Background: an optimization exercise with open tools, aiming at small area, a short achievable clock period and few clock cycles per item. Do not read the settings as production practice.
The RTL was checked by simulation tests, not by an equivalence proof against the original design.
No activity file was given, so power comes from the tool's default toggle rates.

$ cat design.v
module pq_engine (
  input  wire         clk,
  input  wire         rst_n,
  input  wire         in_valid,
  output wire         in_ready,
  input  wire [63:0] in_data,
  input  wire [4:0]   in_lost_a,
  input  wire [4:0]   in_lost_b,
  output wire         out_valid,
  input  wire         out_ready,
  output reg  [63:0] out_a,
  output reg  [63:0] out_b
);
  function [7:0] gf_mul;
    input [7:0] a;
    input [7:0] b;
    integer i;
    reg [7:0] p, x;
    begin
      p = 8'h00;
      x = a;
      for (i = 0; i < 8; i = i + 1) begin
        if (b[i]) p = p ^ x;
        x = {x[6:0], 1'b0} ^ (x[7] ? 8'h1d : 8'h00);
      end
      gf_mul = p;
    end
  endfunction
  function [7:0] mul_g;
    input [7:0] x;
    mul_g = {x[6:0], 1'b0} ^ (x[7] ? 8'h1d : 8'h00);
  endfunction
  function [7:0] mul_ginv;
    input [7:0] x;
    mul_ginv = {1'b0, x[7:1]} ^ (x[0] ? 8'h8e : 8'h00);
  endfunction
  function [7:0] mul_g29;
    input [7:0] x;
    reg t8, t9, t10;
    begin
      t8  = x[3] ^ x[6];
      t9  = x[4] ^ x[7];
      t10 = x[5] ^ t8;
      mul_g29 = {t8 ^ x[2], x[1] ^ x[2] ^ x[5], x[0] ^ x[1] ^ t9, x[0] ^ t8,
                 t10, t9 ^ t10, x[4] ^ x[5], x[3] ^ t9};
    end
  endfunction
  reg        acc_st;     
  reg        solve_st;   
  reg        out_st;     
  reg [4:0]  unit;       
  reg [4:0]  la, lb;
  reg [5:0]  dd;         
  reg [7:0]  k1, k2;     
  assign in_ready  = acc_st;
  assign out_valid = out_st;
  wire       accept = in_valid & acc_st;
  wire       first  = (unit == 5'd0);
  wire       clr    = accept & (first | (unit == 5'd1 & (la == 5'd0 | lb == 5'd0)));
  wire       take   = accept & (first | ~((unit == la) | (unit == lb)));
  wire [63:0] d1    = in_data & {64{take & (unit != 5'd31)}};
  wire [63:0] d2    = in_data & {64{take & (unit != 5'd30)}};
  always @(posedge clk) begin
    if (!rst_n) begin
      acc_st   <= 1'b1;
      solve_st <= 1'b0;
      out_st   <= 1'b0;
      unit     <= 5'd0;
    end else begin
      if (accept || solve_st)
        unit <= (accept && unit == 5'd31) ? 5'd24 : unit + 5'd1;
      if (accept && unit == 5'd31) begin
        acc_st   <= 1'b0;
        solve_st <= 1'b1;
      end
      if (solve_st && unit == 5'd31) begin
        solve_st <= 1'b0;
        out_st   <= 1'b1;
      end
      if (out_st && out_ready) begin
        out_st <= 1'b0;
        acc_st <= 1'b1;
      end
    end
  end
  always @(posedge clk) begin
    if (accept && first) begin
      la <= in_lost_a;
      lb <= in_lost_b;
      dd <= {1'b0, in_lost_b} - {1'b0, in_lost_a};
    end
  end
  wire a_data = (la < 5'd30);
  wire b_data = (lb < 5'd30);
  wire case_c = (la == 5'd31 && b_data) || (lb == 5'd31 && a_data);   
  wire case_d = (la == 5'd30 && b_data) || (lb == 5'd30 && a_data);   
  wire case_e = a_data && b_data && (la != lb);                       
  wire [4:0] n = a_data ? la : lb;           
  wire       dneg = dd[5];
  wire [4:0] dmag = (dd[4:0] ^ {5{dneg}}) + {4'd0, dneg};
  reg  [7:0] hm;
  always @(*) begin
    case (dmag)
        5'd1: hm = 8'hf4;
        5'd2: hm = 8'ha7;
        5'd3: hm = 8'h9d;
        5'd4: hm = 8'h72;
        5'd5: hm = 8'hed;
        5'd6: hm = 8'h5f;
        5'd7: hm = 8'h54;
        5'd8: hm = 8'ha0;
        5'd9: hm = 8'ha9;
        5'd10: hm = 8'hfb;
        5'd11: hm = 8'h74;
        5'd12: hm = 8'h85;
        5'd13: hm = 8'he4;
        5'd14: hm = 8'hc0;
        5'd15: hm = 8'h8a;
        5'd16: hm = 8'h67;
        5'd17: hm = 8'hdc;
        5'd18: hm = 8'h26;
        5'd19: hm = 8'h63;
        5'd20: hm = 8'hf2;
        5'd21: hm = 8'he9;
        5'd22: hm = 8'hb4;
        5'd23: hm = 8'hd2;
        5'd24: hm = 8'h02;
        5'd25: hm = 8'h8e;
        5'd26: hm = 8'hba;
        5'd27: hm = 8'haa;
        5'd28: hm = 8'hde;
        5'd29: hm = 8'h89;
        default: hm = 8'h00;
    endcase
  end
  wire [7:0] hv = hm ^ {7'd0, dneg};
  reg step_r;
  always @(posedge clk) begin
    if (accept) begin
      step_r <= (unit != 5'd0) && (unit <= n);
      if (unit == 5'd1) begin
        k1 <= case_e ? (hv ^ 8'h01) : case_c ? 8'h01 : 8'h00;
        k2 <= case_e ? hv : 8'h01;
      end else if (step_r) begin
        if (case_c) k1 <= mul_g(k1);
        if (case_d || case_e) k2 <= mul_ginv(k2);
      end
    end
  end
  wire [7:0] e1 = out_a[7:0];
  wire [7:0] e2 = out_b[7:0];
  wire [7:0] x  = gf_mul(e1, k1) ^ gf_mul(e2, k2);
  reg a_e1, a_x, b_e1, b_x;
  always @(*) begin
    if (la == 5'd31)                 begin a_e1 = 1'b0; a_x = 1'b1; end
    else if (la == lb || lb == 5'd31) begin a_e1 = 1'b1; a_x = 1'b0; end
    else if (la == 5'd30)            begin a_e1 = 1'b1; a_x = 1'b1; end
    else                             begin a_e1 = 1'b0; a_x = 1'b1; end
    if (lb == 5'd31)                 begin b_e1 = 1'b0; b_x = 1'b1; end
    else if (la == lb || la == 5'd31) begin b_e1 = 1'b1; b_x = 1'b0; end
    else if (lb == 5'd30)            begin b_e1 = 1'b1; b_x = 1'b1; end
    else if (la == 5'd30)            begin b_e1 = 1'b0; b_x = 1'b1; end
    else                             begin b_e1 = 1'b1; b_x = 1'b1; end
  end
  wire [7:0] na = (e1 & {8{a_e1}}) ^ (x & {8{a_x}});
  wire [7:0] nb = (e1 & {8{b_e1}}) ^ (x & {8{b_x}});
  integer j;
  reg [63:0] b_ginv, b_g29;
  always @(*) begin
    for (j = 0; j < 8; j = j + 1) begin
      b_ginv[8*j +: 8] = mul_ginv(out_b[8*j +: 8]);
      b_g29[8*j +: 8]  = mul_g29(out_b[8*j +: 8]);
    end
  end
  wire        kill = clr | solve_st;
  wire [63:0] rot_a = {na, out_a[63:8]};
  wire [63:0] rot_b = {nb, out_b[63:8]};
  wire [63:0] inj_a = (rot_a & {64{solve_st}}) | d1;
  wire [63:0] inj_b = (rot_b & {64{solve_st}}) | d2;
  always @(posedge clk)
    out_a <= (out_a & {64{~kill}}) ^ inj_a;
  wire        sel29  = accept & (unit == 5'd31);
  wire        selinv = accept & ~clr & (unit < 5'd30);
  wire        selkp  = ~solve_st & ~(accept & (unit != 5'd30));
  always @(posedge clk)
    out_b <= ((out_b & {64{selkp}}) | (b_g29 & {64{sel29}}) | (b_ginv & {64{selinv}})) ^ inj_b;
endmodule
$ cat flow/run.sh
#!/bin/bash
# The standard layout, with repair_timing aimed at a setup slack of
# SETUP_SLACK_MARGIN (so paths are sped up well past the 12 ns clock) and
# faster port buffers. The SDC and every other step are the standard flow's own.
set -euo pipefail
bash standard.sh SETUP_SLACK_MARGIN=8.45 \
  "BUFFER_PORTS_ARGS=-buffer_cell sky130_fd_sc_hd__buf_1" finish > standard.log 2>&1
$ cat standard.sh
#!/bin/bash
# synth_recipe.tcl (not shown) runs the flow's synth.tcl, then flattens the netlist and writes it again
# the make line also repeats each setting of config.mk as NAME=value (left out here)
make -C /OpenROAD-flow-scripts/flow DESIGN_CONFIG=/design/flow/config.mk WORK_HOME=/design/flow/orfs CLKGATE_MAP_FILE= SYNTH_SCRIPT=/design/flow/synth_recipe.tcl "${@:-finish}"
$ cat config.mk
export PLATFORM = sky130hd
export DESIGN_NAME = pq_engine
export DESIGN_NICKNAME = pq_engine
export VERILOG_FILES = /design/flow/design.v
export SDC_FILE = /design/flow/constraint.sdc
export NUM_CORES = 4
export LEC_CHECK = 0
export CAP_MARGIN = 20
export CORE_MARGIN = 2
export CORE_UTILIZATION = 70
export SLEW_MARGIN = 20
$ cat constraint.sdc
create_clock -name core_clock -period 12.0 [get_ports {clk}]
set_input_delay 2.4000 -clock core_clock [delete_from_list [all_inputs] [get_ports {clk}]]
set_output_delay 2.4000 -clock core_clock [all_outputs]
set_load 0.01 [all_outputs]
==> results.toml, run 1 <==
[grt]
grt_use_total = 0.372
grt_pass1_wl_mm = 58.9
grt_overflow = 0
antenna_found_initial = 0
grt_pass1_vias = 10900
grt_max_degree = 92

[setup_path]
criticalPathCategory = "flip-flop to output pin"
path_buf_inv = 1
crit_fanout = 5
r2r_slack_ps = 8740
critical-path-slowest-cell = "dfxtp_1"
required_ps = 9600
critical_path.top_delay_family = "flip-flops"
max_stage_delay_ps = 500
worstSetupStartpointType = "flip-flop"
end_kind = "output pin"
crit_arrival_ps = 1140
path_cells = "buf_1"

[final_layout]
synthToLayoutAreaGrowth_pct = 11.9
finalNetCount = 1687
drive_gt1_frac = 0.103

[synth]
ys.flop_type = "dfxtp_1"
postSynthRegisterBits = 169
synth_top_family_by_area = "XOR/XNOR gates"
netlist_instances = 1477
yosysWarnings = 1
synth_common_cells = "255 x nand2_1, 223 x xor2_1, 197 x xnor2_1"
synth_edf_count = 33
syn_area_per_cell_um2 = 8.74
synth-simple-area-share = 0.113
synthesis.area_um2 = 12900
synth_xor_area_frac = 0.330
synth_area_leaders = "dfxtp_1 21%, xor2_1 15%, xnor2_1 13%"
syn_nets = 1581
synth_compound_area_frac = 0.172
synth.distinct_cells = 60
synth_top_area_frac = 0.211
synthArstFlopShare = 0
synth.most_common_cell = "nand2_1"
synth_fa_ha_area_frac = 0.0258
yosysTopAreaCell = "dfxtp_1"
ys_seq_area_frac = 0.288
muxShareOfSynthArea = 0.0172

[floorplan]
num_rows = 49
ios = 208
start_util = 0.716
die_x_um = 140
die_height_um = 140
dieArea_um2 = 19500
core_um2 = 18000

[routing]
drt_iter0_markers = 1541
route.detailed.drc = 0
totalWireLength_mm = 37.5
first_pass_iters = 13
routed_via_density = 6.36
wl_per_cell_um = 20.5
ant_nets = 0
vias = 11600

[timing]
hold_viol_final = 0
worst_slew_pin_slew_ps = 1010
setup_viol = 0
slew-limit-headroom = 0.324
post-route-period-util = 0.295
max_freq_mhz = 282
fin_setup_tns_ps = 0
fin_skew_ps = 13.0
period_minus_slack_ps = 3540
rsz0062_at_grt = "yes"
slew_viol_final = 0

[placement]
dpl.hpwl_mm = 24.8
gp_congestion = 0.916
port_buffers = 207

[pwr]
power_leakage_nw = 5.52
p_total_w = 0.00455
power_density_nw_per_um2 = 315
ir_worst_vdd_uv = 269

[clocking]
cts_hold_buf = 0
clock_sinks = 169
numCtsBuffers = 17
cts_tree = "yes"
clock-root-buffer = "clkbuf_16"
insertion_delay_ps = 440
clk_pin_slew_ps = 80
cts.htree.levels = 4
cts_buffer_depth = 2

[run]
maxCapViolCount = 0

[outcome]
status = "complete, no violations"

[worst_hold_path]
min_path_type = "flip-flop to flip-flop"
[per-layer routing]
layer / track usage / share of wire / vias up
met1: 0.526 / 0.41 / 5561
met4: 0.111 / 0.022 / 0
met2: 0.586 / 0.46 / 673
met5: 0 / 0 / -
li1: - / - / 5308
met3: 0.0668 / 0.11 / 63
[flip-flops by register name (all words and copies together) (netlist names), 5 cells and up]
signal and count:
out_a 64, out_b 64, k1 8, k2 8, dd 6, la 5
lb 5, unit 5
[cell families after synthesis]
group,after synthesis
XOR/XNOR,448
buffers and inverters,165
flip-flops,169
AND/OR/NAND/NOR,351
AO/OA/AOI/OAI,300
multiplexers,18
adder cells (fa/ha/maj),26
[placed cells by master, fill, tap and decap left out, types with 4 or more instances in the layout]
cell type  instances
a21boi_0           7
a21o_1             5
a21oi_1           31
a221oi_1          12
a222oi_1          50
a22oi_1          119
a22oi_2            5
a31oi_1            5
and2_1             6
and3_1             5
buf_1            204
buf_12             5
buf_4             16
clkbuf_16         17
clkinv_4           5
clkinv_8           4
dfxtp_1           79
dfxtp_2           42
dfxtp_4           15
edfxtp_1          33
ha_1              25
inv_1             18
mux2i_1           12
nand2_1          253
nand2b_1           4
nand3_1            9
nand4_1            5
nor2_1            38
nor2b_1            6
nor3_1             7
o21ai_0           39
o21ai_1            5
o22ai_1            7
xnor2_1          194
xnor2_2           10
xnor3_1            7
xor2_1           222
xor2_2             6
[stage by stage]
| stage | instance area [µm²] | setup WS, ps | std cells | utilization | hold slack [ps] |
|---|---|---|---|---|---|
| after detailed placement | 13500 | 7680 | 1776 | 0.747 | 487 |
| after global routing | 14400 | 8430 | 1825 | 0.801 | 518 |
| after CTS | 14300 | 8430 | 1813 | 0.792 | 499 |
| after floorplan | 13000 | 8440 | 1477 | - | 512 |
| final | 14400 | 8460 | 1826 | 0.801 | 497 |
| after global placement | 13500 | 7600 | 1776 | 0.747 | 479 |
[power breakdown]
part / total (W) / internal, W / switching, W
logic: 0.00288 / 0.00138 / 0.00150
registers: 0.00112 / 0.000780 / 0.000343
clock network: 0.000552 / 0.000284 / 0.000268
[timing repair]
| action | CTS | global route |
|---|---|---|
| cloned | 2 | 0 |
| gates resized for setup | 71 | 28 |
| buffers inserted | 3 | 12 |
| setup endpoints to repair | 172 | 80 |
[area by class of cell]
cell class	count	area, µm²
antenna	1	2.50
clock buffer	18	439
clock inverter	14	159
fill	1272	3580
inverter	20	80.1
multi-input combinational	1144	8600
sequential	169	3820
tap	229	287
timing repair buffer	231	1060
[final timing paths]
kind,startpoint,cells after the start,endpoint
worst max-delay path,out_b[63],1,out_b[63]
worst min-delay path,out_a[46],2,out_a[46]
worst max register to register,dd[5],10,k1[0]
worst min register to register,out_a[46],2,out_a[46]
Testbench counts, summed over its fixed seeds: cycles 65,600, items 1,600.
==> inputs of run 2 (changes only) <==
--- a/config.mk
+++ b/config.mk
@@ -8,4 +8,4 @@
 export CAP_MARGIN = 20
 export CORE_MARGIN = 2
-export CORE_UTILIZATION = 70
+export CORE_UTILIZATION = 55
 export SLEW_MARGIN = 20
==> results.toml, run 2 <==
[synth]
ys_seq_area_frac = 0.288
netlist_instances = 1477
yosysWarnings = 1
synth.distinct_cells = 60
synth_top_area_frac = 0.211
ys.flop_type = "dfxtp_1"
synthesis.area_um2 = 12900
synth.most_common_cell = "nand2_1"
synth_edf_count = 33
synth_common_cells = "255 x nand2_1, 223 x xor2_1, 197 x xnor2_1"
syn_nets = 1581
synthArstFlopShare = 0
postSynthRegisterBits = 169
syn_area_per_cell_um2 = 8.74
yosysTopAreaCell = "dfxtp_1"
synth_area_leaders = "dfxtp_1 21%, xor2_1 15%, xnor2_1 13%"

[setup_path]
worstSetupStartpointType = "flip-flop"
end_kind = "output pin"
required_ps = 9600
timing.rr.start = "dd[5]"
path_cells = "buf_1"
crit_arrival_ps = 1130
reg2reg_to = "k1[0]"
criticalPathCategory = "flip-flop to output pin"
critical_path.top_delay_family = "flip-flops"
r2r_slack_ps = 8630
startpoint = "out_b[61]"
path_buf_inv = 1
max_stage_delay_ps = 440
critical-path-slowest-cell = "dfxtp_2"
r2r_cells = 11
crit_fanout = 7

[placement]
pre_cts_ws_ps = 7360
port_buffers = 207
gp_congestion = 0.899
dp_cells = 1865
dpl.hpwl_mm = 26.0

[timing]
fin_setup_tns_ps = 0
slew_viol_final = 0
worst_slew_pin_slew_ps = 971
setup_ws_ps = 8470
slew-limit-headroom = 0.348
worst_hold_slack_ps = 499
rsz0062_at_grt = "yes"
max_freq_mhz = 283
setup_viol = 0
hold_viol_final = 0
fin_skew_ps = 20.2
post-route-period-util = 0.294
period_minus_slack_ps = 3530

[floorplan]
core_um2 = 23300
dieArea_um2 = 24700
start_util = 0.555
ios = 208
num_rows = 56
die_height_um = 157
die_x_um = 157

[worst_hold_path]
min_path_type = "flip-flop to flip-flop"
hp-start = "out_a[48]"
whs_endpoint = "out_a[48]"
hold_depth = 2

[final_layout]
finalNetCount = 1685
final_common_cell = "nand2_1"
mostFrequentLayoutCells = "253 x nand2_1, 222 x xor2_1, 206 x buf_1, 195 x xnor2_1, 119 x a22oi_1"
fin_cells = 1913
final.fill_count = 2140
drive_gt1_frac = 0.105
top_regs = "out_a (64), out_b (64)"
synthToLayoutAreaGrowth_pct = 12.4
fin_util = 0.624

[clocking]
cts_tree = "yes"
insertion_delay_ps = 450
clock_sinks = 169
cts.htree.levels = 4
cts_buffer_depth = 2
numCtsBuffers = 17
clock-root-buffer = "clkbuf_16"
clk_pin_slew_ps = 80

[routing]
routed_via_density = 5.84
route.detailed.drc = 0
first_pass_iters = 7
ant_nets = 0
drt_iter0_markers = 1088
totalWireLength_mm = 38.2
wl_per_cell_um = 19.9
vias = 11200

[outcome]
status = "complete, no violations"

[grt]
grt_pass1_vias = 10200
grt_pass1_wl_mm = 58.7
antenna_found_initial = 0
grt_use_total = 0.303
grt_max_degree = 86
grt_overflow = 0

[pwr]
power_leakage_nw = 5.48
ir_worst_vdd_uv = 194
power_density_nw_per_um2 = 312

[run]
maxCapViolCount = 0
[run 2: cell families after synthesis]
group                    synth area share
adder cells (fa/ha/maj)            0.0258
XOR/XNOR                            0.330
AND/OR/NAND/NOR                     0.113
AO/OA/AOI/OAI                       0.172
flip-flops                          0.288
buffers and inverters              0.0542
multiplexers                       0.0172
[run 2: area by class of cell]
| class | instances | area (µm²) | share of cell area |
|---|---|---|---|
| Multi-Input combinational cell | 1144 | 8590 | 0.592 |
| Sequential cell | 169 | 3850 | 0.265 |
| Timing Repair Buffer | 229 | 1020 | 0.0700 |
| Clock buffer | 17 | 425 | 0.0293 |
| Tap cell | 319 | 399 | 0.0275 |
| Clock inverter | 14 | 155 | 0.0107 |
| Inverter | 20 | 80.1 | 0.00552 |
| Antenna cell | 1 | 2.50 | 0.000172 |
[run 2: worst max-delay path by stage]
stage                           end  slack (ps)  depth (start not counted)
final                     out_b[61]        8470                          1
after global routing          k1[0]        8390                         11
after CTS                 out_b[28]        8450                          1
after detailed placement  out_a[56]        7360                          9
after global placement    out_a[60]        7420                          9
after floorplan           out_a[47]        8440                          7
[run 2: through the flow]
step / area [µm²] / total power, W
after floorplan: 13000 / 0.00326
after global placement: 13600 / 0.00389
after detailed placement: 13600 / 0.00389
after CTS: 14400 / 0.00449
after global routing: 14500 / 0.00482
final: 14500 / 0.00452
[run 2: what timing repair did]
item,in CTS,in global routing
pin swaps,1,2
endpoints found under the setup margin,174,78
gates resized for setup,71,38
hold buffers,0,0
cloned,2,0
buffers inserted,7,7
[run 2: report_power, final]
| part | switching [W] | internal [W] | leakage, nW | total [W] |
|---|---|---|---|---|
| clock network | 0.000270 | 0.000277 | 0.284 | 0.000548 |
| registers | 0.000330 | 0.000784 | 1.47 | 0.00111 |
| logic | 0.00149 | 0.00137 | 3.73 | 0.00286 |
| total | 0.00209 | 0.00243 | 5.48 | 0.00452 |
[run 2: layer usage]
metal,vias to the layer above,track usage,routed length (µm)
met5,-,0,0
met4,0,0.0736,588
met3,35,0.0482,2540
met2,413,0.473,17500
met1,5435,0.439,17500
li1,5297,-,-
==> inputs of run 3 (changes only) <==
--- a/flow/run.sh
+++ b/flow/run.sh
@@ -4,4 +4,4 @@
 # faster port buffers. The SDC and every other step are the standard flow's own.
 set -euo pipefail
-bash standard.sh SETUP_SLACK_MARGIN=8.45 \
+bash standard.sh SETUP_SLACK_MARGIN=8.52 \
   "BUFFER_PORTS_ARGS=-buffer_cell sky130_fd_sc_hd__buf_1" finish > standard.log 2>&1
==> results.toml, run 3 <==
[outcome]
status = "complete, no violations"

[setup_path]
crit_fanout = 6
timing.rr.start = "dd[5]"
crit_arrival_ps = 1060
r2r_cells = 11
critical_path.top_delay_family = "flip-flops"
required_ps = 9600
max_stage_delay_ps = 430
path_buf_inv = 1
critical-path-slowest-cell = "dfxtp_2"
r2r_slack_ps = 8820
path_cells = "buf_1"
criticalPathCategory = "flip-flop to output pin"
startpoint = "out_b[57]"
end_kind = "output pin"
reg2reg_to = "k1[0]"
worstSetupStartpointType = "flip-flop"

[synth]
synth_common_cells = "255 x nand2_1, 223 x xor2_1, 197 x xnor2_1"
ys.flop_type = "dfxtp_1"
yosysWarnings = 1
synth_edf_count = 33
syn_area_per_cell_um2 = 8.74
synthArstFlopShare = 0
synth_fa_ha_area_frac = 0.0258
synth_area_leaders = "dfxtp_1 21%, xor2_1 15%, xnor2_1 13%"
synth.distinct_cells = 60
yosysTopAreaCell = "dfxtp_1"
muxShareOfSynthArea = 0.0172
synth_compound_area_frac = 0.172
synth_top_family_by_area = "XOR/XNOR gates"
ys_seq_area_frac = 0.288
syn_nets = 1581
netlist_instances = 1477
synth_xor_area_frac = 0.330
synth-simple-area-share = 0.113
synth.most_common_cell = "nand2_1"
synth_top_area_frac = 0.211
synthesis.area_um2 = 12900
postSynthRegisterBits = 169

[pwr]
ir_worst_vdd_uv = 207
pwr-share-comb = 0.643
p_switching_w = 0.00213
p_sw_frac = 0.462
pwr-share-seq = 0.236
power_leakage_nw = 5.71
p_int_w = 0.00249
clock_power_share = 0.121
power_density_nw_per_um2 = 308

[clocking]
insertion_delay_ps = 440
cts_buffer_depth = 2
clock_sinks = 169
clock-root-buffer = "clkbuf_16"
numCtsBuffers = 17
cts_tree = "yes"
cts.htree.levels = 4
clk_pin_slew_ps = 70
cts_hold_buf = 0

[floorplan]
dieArea_um2 = 24700
num_rows = 56
core_um2 = 23300
die_height_um = 157
die_x_um = 157
ios = 208
start_util = 0.555

[final_layout]
final_common_cell = "nand2_1"
fin_util = 0.644
diodes = 0
fin_cells = 1934
mostFrequentLayoutCells = "253 x nand2_1, 222 x xor2_1, 195 x xnor2_1, 189 x buf_1, 119 x a22oi_1"
finalNetCount = 1706
synthToLayoutAreaGrowth_pct = 16.0
drive_gt1_frac = 0.141
top_regs = "out_a (64), out_b (64)"
fin_area_um2 = 15000

[grt]
grt_use_total = 0.315
grt_pass1_wl_mm = 60.5
antenna_found_initial = 0
grt_overflow = 0
grt_max_degree = 102
grt_pass1_vias = 10600

[timing]
slew_viol_final = 0
period_minus_slack_ps = 3460
fin_skew_ps = 13.3
hold_viol_final = 0
fin_setup_tns_ps = 0
slew-limit-headroom = 0.248
post-route-period-util = 0.288
setup_viol = 0
max_freq_mhz = 289
worst_hold_slack_ps = 498
rsz0062_at_grt = "yes"
worst_slew_pin_slew_ps = 1130

[worst_hold_path]
whs_endpoint = "out_a[23]"
min_path_type = "flip-flop to flip-flop"
hold_depth = 2
hp-start = "out_a[23]"

[placement]
port_buffers = 207
gp_congestion = 0.872
dpl.hpwl_mm = 26.1
dp_cells = 1868
place_area_um2 = 13700

[routing]
wl_per_cell_um = 20.8
route.detailed.drc = 0
drt_iter0_markers = 1355
ant_nets = 0
vias = 11500
first_pass_iters = 9
routed_via_density = 5.95
totalWireLength_mm = 40.2

[run]
maxCapViolCount = 0
-- run 3: how the worst max path moves through the flow --
| stage | to | slack (ps) | depth (start not counted) |
|---|---|---|---|
| 2_1_floorplan | out_b[43] | 8470 | 8 |
| 3_3_place_gp | out_a[2] | 7660 | 8 |
| 3_5_place_dp | out_b[61] | 7620 | 8 |
| 4_1_cts | out_a[4] | 8430 | 1 |
| 5_1_grt | k1[0] | 8470 | 11 |
| 6_report | out_b[57] | 8540 | 1 |
-- run 3: layout make-up --
cell class | count | area [µm²]
clock buffer | 18 | 439
multi-input combinational | 1145 | 8690
fill | 2033 | 8290
sequential | 169 | 3890
inverter | 20 | 92.6
timing repair buffer | 249 | 1320
clock inverter | 14 | 151
tap | 319 | 399
-- run 3: logic make-up (layout without fill, tap and decap cells) --
group                    Yosys count  count (layout)
AO/OA/AOI/OAI                    300             300
XOR/XNOR                         448             448
adder cells (fa/ha/maj)           26              26
buffers and inverters            165             301
flip-flops                       169             169
multiplexers                      18              18
AND/OR/NAND/NOR                  351             353
-- run 3: through the flow --
| stage | setup WS, ps | power, W |
|---|---|---|
| CTS | 8430 | 0.00456 |
| global placement | 7660 | 0.00389 |
| floorplan | 8470 | 0.00327 |
| global route | 8470 | 0.00491 |
| detailed placement | 7620 | 0.00391 |
| finish | 8540 | 0.00462 |
-- run 3: routing by layer --
metal	up-vias	share of wire	global-route usage
met5	-	0	0
met4	0	0.021	0.0900
li1	5344	-	-
met3	64	0.076	0.0520
met2	512	0.45	0.493
met1	5589	0.45	0.447
-- run 3: power by group through the flow --
stage	logic (W)	clock network, W	registers (W)
6_report	0.00297	0.000557	0.00109
5_1_grt	0.00322	0.000588	0.00111
4_1_cts	0.00289	0.000563	0.00111
3_5_place_dp	0.00277	0	0.00114
3_3_place_gp	0.00275	0	0.00114
2_1_floorplan	0.00230	0	0.000966
-- run 3: what timing repair did --
item                                    4_1_cts  5_1_grt
pin swaps                                     1        3
endpoints found under the setup margin      200       59
resized for setup                           126       29
buffers inserted                             14       13
gates cloned                                  4        3
==> inputs of run 4 (changes only) <==
--- a/flow/run.sh
+++ b/flow/run.sh
@@ -4,4 +4,4 @@
 # faster port buffers. The SDC and every other step are the standard flow's own.
 set -euo pipefail
-bash standard.sh SETUP_SLACK_MARGIN=8.52 \
+bash standard.sh SETUP_SLACK_MARGIN=8.35 \
   "BUFFER_PORTS_ARGS=-buffer_cell sky130_fd_sc_hd__buf_1" finish > standard.log 2>&1
==> results.toml, run 4 <==
[placement]
port_buffers = 207
gp_congestion = 0.888
dpl.hpwl_mm = 25.9
pre_cts_ws_ps = 7670

[setup_path]
critical-path-slowest-cell = "dfxtp_2"
path_buf_inv = 1
max_stage_delay_ps = 590
path_cells = "buf_1"
r2r_cells = 10
critical_path.top_delay_family = "flip-flops"
crit_arrival_ps = 1230
end_kind = "output pin"
required_ps = 9600
crit_cells = 1
r2r_slack_ps = 8700
criticalPathCategory = "flip-flop to output pin"
crit_fanout = 15
worstSetupStartpointType = "flip-flop"

[final_layout]
mostFrequentLayoutCells = "253 x nand2_1, 222 x xor2_1, 207 x buf_1, 195 x xnor2_1, 119 x a22oi_1"
top_regs = "out_a (64), out_b (64)"
finalNetCount = 1673
final.fill_count = 2188
synthToLayoutAreaGrowth_pct = 10.9
fin_util = 0.616
multiInputGateArea_um2 = 8560
final_common_cell = "nand2_1"
drive_gt1_frac = 0.0702
seq_area_um2 = 3760

[routing]
first_pass_iters = 8
route.detailed.drc = 0
routed_via_density = 5.83
totalWireLength_mm = 37.9
drt_iter0_markers = 1082
wl_per_cell_um = 19.9
vias = 11100
ant_nets = 0

[outcome]
status = "complete, no violations"

[clocking]
numCtsBuffers = 17
clock-root-buffer = "clkbuf_16"
clk_pin_slew_ps = 80
clock_sinks = 169
cts_setup_buffers = 0
cts_tree = "yes"
cts_hold_buf = 0
cts.htree.levels = 4
insertion_delay_ps = 440
cts_buffer_depth = 2

[timing]
fin_skew_ps = 15.7
max_freq_mhz = 276
slew_viol_final = 0
worst_hold_slack_ps = 493
post-route-period-util = 0.302
worst_slew_pin_slew_ps = 1070
slew-limit-headroom = 0.290
rsz0062_at_grt = "yes"
setup_ws_ps = 8370
fin_setup_tns_ps = 0
setup_viol = 0
hold_viol_final = 0
period_minus_slack_ps = 3630

[pwr]
clock_power_share = 0.122
pwr-share-seq = 0.258
p_sw_frac = 0.467
p_int_w = 0.00240
power_density_nw_per_um2 = 314
ir_worst_vdd_uv = 197
pwr-share-comb = 0.620
power_leakage_nw = 5.40
p_total_w = 0.00449
p_switching_w = 0.00210

[synth]
synth.distinct_cells = 60
ys.flop_type = "dfxtp_1"
yosysTopAreaCell = "dfxtp_1"
netlist_instances = 1477
ys_seq_area_frac = 0.288
synth_top_area_frac = 0.211
synth_area_leaders = "dfxtp_1 21%, xor2_1 15%, xnor2_1 13%"
syn_nets = 1581
synthArstFlopShare = 0
synth_common_cells = "255 x nand2_1, 223 x xor2_1, 197 x xnor2_1"
yosysWarnings = 1
synth.most_common_cell = "nand2_1"
synthesis.area_um2 = 12900
syn_area_per_cell_um2 = 8.74
synth_edf_count = 33
postSynthRegisterBits = 169

[worst_hold_path]
hold_depth = 2
min_path_type = "flip-flop to flip-flop"

[grt]
grt_pass1_wl_mm = 58.1
grt_pass1_vias = 10200
antenna_found_initial = 2
grt_overflow = 0
grt_max_degree = 97
grt_use_total = 0.299

[floorplan]
die_height_um = 157
num_rows = 56
core_um2 = 23300
die_x_um = 157
ios = 208
dieArea_um2 = 24700
start_util = 0.555

[run]
maxCapViolCount = 0
[run 4: kinds of logic (layout without fill, tap and decap cells)]
kind of cell,after synthesis,count (layout),share of synthesized area
muxes,18,18,0.0172
adders and majority gates,26,26,0.0258
and+or+nand+nor,351,351,0.113
AOI/OAI and AO/OA,300,300,0.172
DFF,169,169,0.288
other,0,2,0
buffers and inverters,165,270,0.0542
xor gates and xnor gates,448,448,0.330
[run 4: final timing paths]
check	end	startpoint
hold reg to reg	out_a[19]	out_a[19]
hold / removal	out_a[19]	out_a[19]
setup reg to reg	k1[0]	dd[5]
setup / recovery	out_b[4]	out_b[4]
[run 4: repair_timing]
action                     CTS  global route
setup endpoints to repair  146           138
gates cloned                 0             2
pin swaps                    0             1
resized for setup           31            17
[run 4: through the flow]
step | cell area (µm²) | cells
after detailed placement | 13600 | 1867
final | 14300 | 1903
after floorplan | 12900 | 1477
after global placement | 13600 | 1867
after CTS | 14200 | 1899
after global routing | 14300 | 1901
[run 4: layer usage]
metal	track usage	wire length, µm	vias to the layer above
met5	0	0	-
met4	0.0658	551	0
met3	0.0465	3120	38
met2	0.453	16800	468
met1	0.447	17400	5325
li1	-	-	5273
[run 4: area by class of cell]
cell class / count / share of cell area
well taps: 319 / 0.0279
flip-flops and latches: 169 / 0.263
inverters: 20 / 0.00542
clock buffers: 18 / 0.0300
repair buffers: 218 / 0.0653
multi-input cells: 1143 / 0.598
diodes: 2 / 0.000349
clock inverters: 14 / 0.0103
[run 4: power groups by stage]
stage / logic (W) / registers, W / clock network, W
floorplan: 0.00229 / 0.000965 / 0
global placement: 0.00275 / 0.00115 / 0
detailed placement: 0.00276 / 0.00115 / 0
CTS: 0.00278 / 0.00115 / 0.000555
global route: 0.00305 / 0.00118 / 0.000577
finish: 0.00279 / 0.00116 / 0.000548
==> inputs of run 5 (changes only) <==
==> flow/run.sh (replaced) <==
#!/bin/bash
# The standard layout, with repair_timing aimed at a setup slack of
# SETUP_SLACK_MARGIN (so paths are sped up well past the 12 ns clock) and
# faster port buffers. The SDC and every other step are the standard flow's own.
set -euo pipefail
bash standard.sh SETUP_SLACK_MARGIN=8.45 \
  "BUFFER_PORTS_ARGS=-buffer_cell sky130_fd_sc_hd__buf_2" finish > standard.log 2>&1
==> results.toml, run 5 <==
[pwr]
power_density_nw_per_um2 = 311
p_int_w = 0.00250
pwr-share-comb = 0.632
ir_worst_vdd_uv = 199
p_sw_frac = 0.457
p_switching_w = 0.00210
pwr-share-seq = 0.242
clock_power_share = 0.127
power_leakage_nw = 6.11

[setup_path]
timing.rr.start = "dd[5]"
startpoint = "out_b[62]"
criticalPathCategory = "flip-flop to output pin"
worstSetupStartpointType = "flip-flop"
max_stage_delay_ps = 500
path_buf_inv = 1
end_kind = "output pin"
critical_path.top_delay_family = "flip-flops"
path_cells = "buf_2"
crit_arrival_ps = 1130
critical-path-slowest-cell = "dfxtp_1"
required_ps = 9600
crit_fanout = 5

[placement]
port_buffers = 207
dpl.hpwl_mm = 26.2
gp_congestion = 0.920

[routing]
ant_nets = 0
routed_via_density = 5.87
vias = 11300
route.detailed.drc = 0
totalWireLength_mm = 38.3
wl_per_cell_um = 20.0
first_pass_iters = 6
drt_iter0_markers = 1186

[timing]
worst_slew_pin_slew_ps = 876
hold_viol_final = 0
max_freq_mhz = 284
rsz0062_at_grt = "no"
worst_hold_slack_ps = 495
slew_viol_final = 0
setup_viol = 0
slew-limit-headroom = 0.411
period_minus_slack_ps = 3530
post-route-period-util = 0.294
fin_skew_ps = 16.1
fin_setup_tns_ps = 0

[synth]
yosysTopAreaCell = "dfxtp_1"
syn_area_per_cell_um2 = 8.74
synth.distinct_cells = 60
synth_xor_area_frac = 0.330
synth_fa_ha_area_frac = 0.0258
synthArstFlopShare = 0
ys.flop_type = "dfxtp_1"
synth_top_family_by_area = "XOR/XNOR gates"
synth_compound_area_frac = 0.172
yosysWarnings = 1
netlist_instances = 1477
synth_common_cells = "255 x nand2_1, 223 x xor2_1, 197 x xnor2_1"
synth-simple-area-share = 0.113
synth_area_leaders = "dfxtp_1 21%, xor2_1 15%, xnor2_1 13%"
synth_edf_count = 33
postSynthRegisterBits = 169
synth.most_common_cell = "nand2_1"
synth_top_area_frac = 0.211
ys_seq_area_frac = 0.288
muxShareOfSynthArea = 0.0172
synthesis.area_um2 = 12900
syn_nets = 1581

[floorplan]
dieArea_um2 = 24700
start_util = 0.555
core_um2 = 23300
ios = 208
die_height_um = 157
num_rows = 56
die_x_um = 157

[worst_hold_path]
min_path_type = "flip-flop to flip-flop"
hp-start = "out_a[36]"

[grt]
grt_overflow = 0
grt_use_total = 0.304
grt_max_degree = 68
grt_pass1_vias = 10500
antenna_found_initial = 2
grt_pass1_wl_mm = 58.9

[final_layout]
synthToLayoutAreaGrowth_pct = 14.6
mostFrequentLayoutCells = "253 x nand2_1, 222 x xor2_1, 207 x buf_2, 195 x xnor2_1, 119 x a22oi_1"
finalNetCount = 1686
drive_gt1_frac = 0.231
final_common_cell = "nand2_1"
top_regs = "out_a (64), out_b (64)"

[clocking]
clock-root-buffer = "clkbuf_16"
clock_sinks = 169
cts_tree = "yes"
clk_pin_slew_ps = 70
insertion_delay_ps = 440
cts.htree.levels = 4
cts_hold_buf = 0
numCtsBuffers = 17
cts_buffer_depth = 2

[outcome]
status = "complete, no violations"

[run]
maxCapViolCount = 0
==> run 5: layout make-up <==
cell class              count  area (µm²)
multi-input cells        1144        8590
fillers                  2096        8470
flip-flops and latches    169        3830
repair buffers            230        1260
clock buffers              17         425
well taps                 319         399
clock inverters            15         199
inverters                  20        80.1
diodes                      2        5.00
==> run 5: path summary, 6_finish.rpt <==
check,depth (start not counted),slack [ps],to
setup / recovery,1,8470,out_b[62]
setup reg to reg,10,8760,k1[0]
hold reg to reg,2,500,out_a[36]
hold / removal,2,500,out_a[36]
==> run 5: logic make-up after synthesis <==
logic type / Yosys count
DFF: 169
muxes: 18
adders and majority gates: 26
AOI/OAI and AO/OA: 300
xor gates and xnor gates: 448
buffers and inverters: 165
and+or+nand+nor: 351
==> run 5: stage by stage <==
step / cells / setup WS [ps] / total power [W] / area [µm²] / utilization
floorplan: 1477 / 8440 / 0.00326 / 13000 / -
global placement: 1868 / 7400 / 0.00393 / 13800 / 0.595
detailed placement: 1868 / 7340 / 0.00393 / 13800 / 0.595
CTS: 1906 / 8390 / 0.00457 / 14600 / 0.630
global route: 1914 / 8450 / 0.00490 / 14800 / 0.636
finish: 1916 / 8470 / 0.00460 / 14800 / 0.636
==> run 5: repair_timing <==
item                                    CTS  global route
setup buffers                             5             8
gates resized for setup                  66            32
gates cloned                              1             0
pin swaps                                 1             1
endpoints found under the setup margin  170            47
==> run 5: power by group through the flow <==
| stage | sequential [W] | combinational (W) | clock (W) |
|---|---|---|---|
| floorplan | 0.000965 | 0.00229 | 0 |
| global placement | 0.00116 | 0.00277 | 0 |
| detailed placement | 0.00115 | 0.00277 | 0 |
| CTS | 0.00113 | 0.00285 | 0.000590 |
| global route | 0.00114 | 0.00316 | 0.000611 |
| finish | 0.00111 | 0.00291 | 0.000582 |
==> run 5: per-layer routing <==
| layer | share of wire | up-vias | global-route usage |
|---|---|---|---|
| li1 | - | 5300 | - |
| met1 | 0.45 | 5420 | 0.443 |
| met2 | 0.46 | 481 | 0.473 |
| met3 | 0.078 | 49 | 0.0479 |
| met4 | 0.018 | 2 | 0.0723 |
| met5 | 0.00034 | - | 0 |

==> static timing again, ports no longer ideal <==
Ports are ideal in the flow. The routed layouts listed here were re-timed in OpenROAD. Step 1 sets driving cells, clkbuf_16 on the clock port and buf_2 on the other inputs (assumed; they add their load-dependent delay and slew). Step 2, shift: input delay + t, output delay - t, t = (earliest + latest rising clock arrival at the registers) / 2. This alone moves slack from input paths to output paths. Slacks: ideal / step 1 / step 2; pairs: ideal / step 1.
run | t, ns | setup WS [ns] | worst setup path at the end | pins driven straight from the clock port
run 1 | 0.485 | 8.459 / 8.410 / 8.063 | input to register | 1
run 2 | 0.489 | 8.470 / 8.420 / 8.059 | input to register | 1
run 3 | 0.483 | 8.538 / 8.486 / 8.125 | input to register | 1
run 4 | 0.477 | 8.375 / 8.327 / 8.014 | input to register | 1
run 5 | 0.486 | 8.474 / 8.423 / 8.073 | input to register | 1
After both steps setup and hold are still met in every run listed. For run 3, which loses most, drivers alone change the setup slack by -0.052 ns; drivers and shift together by -0.413 ns.
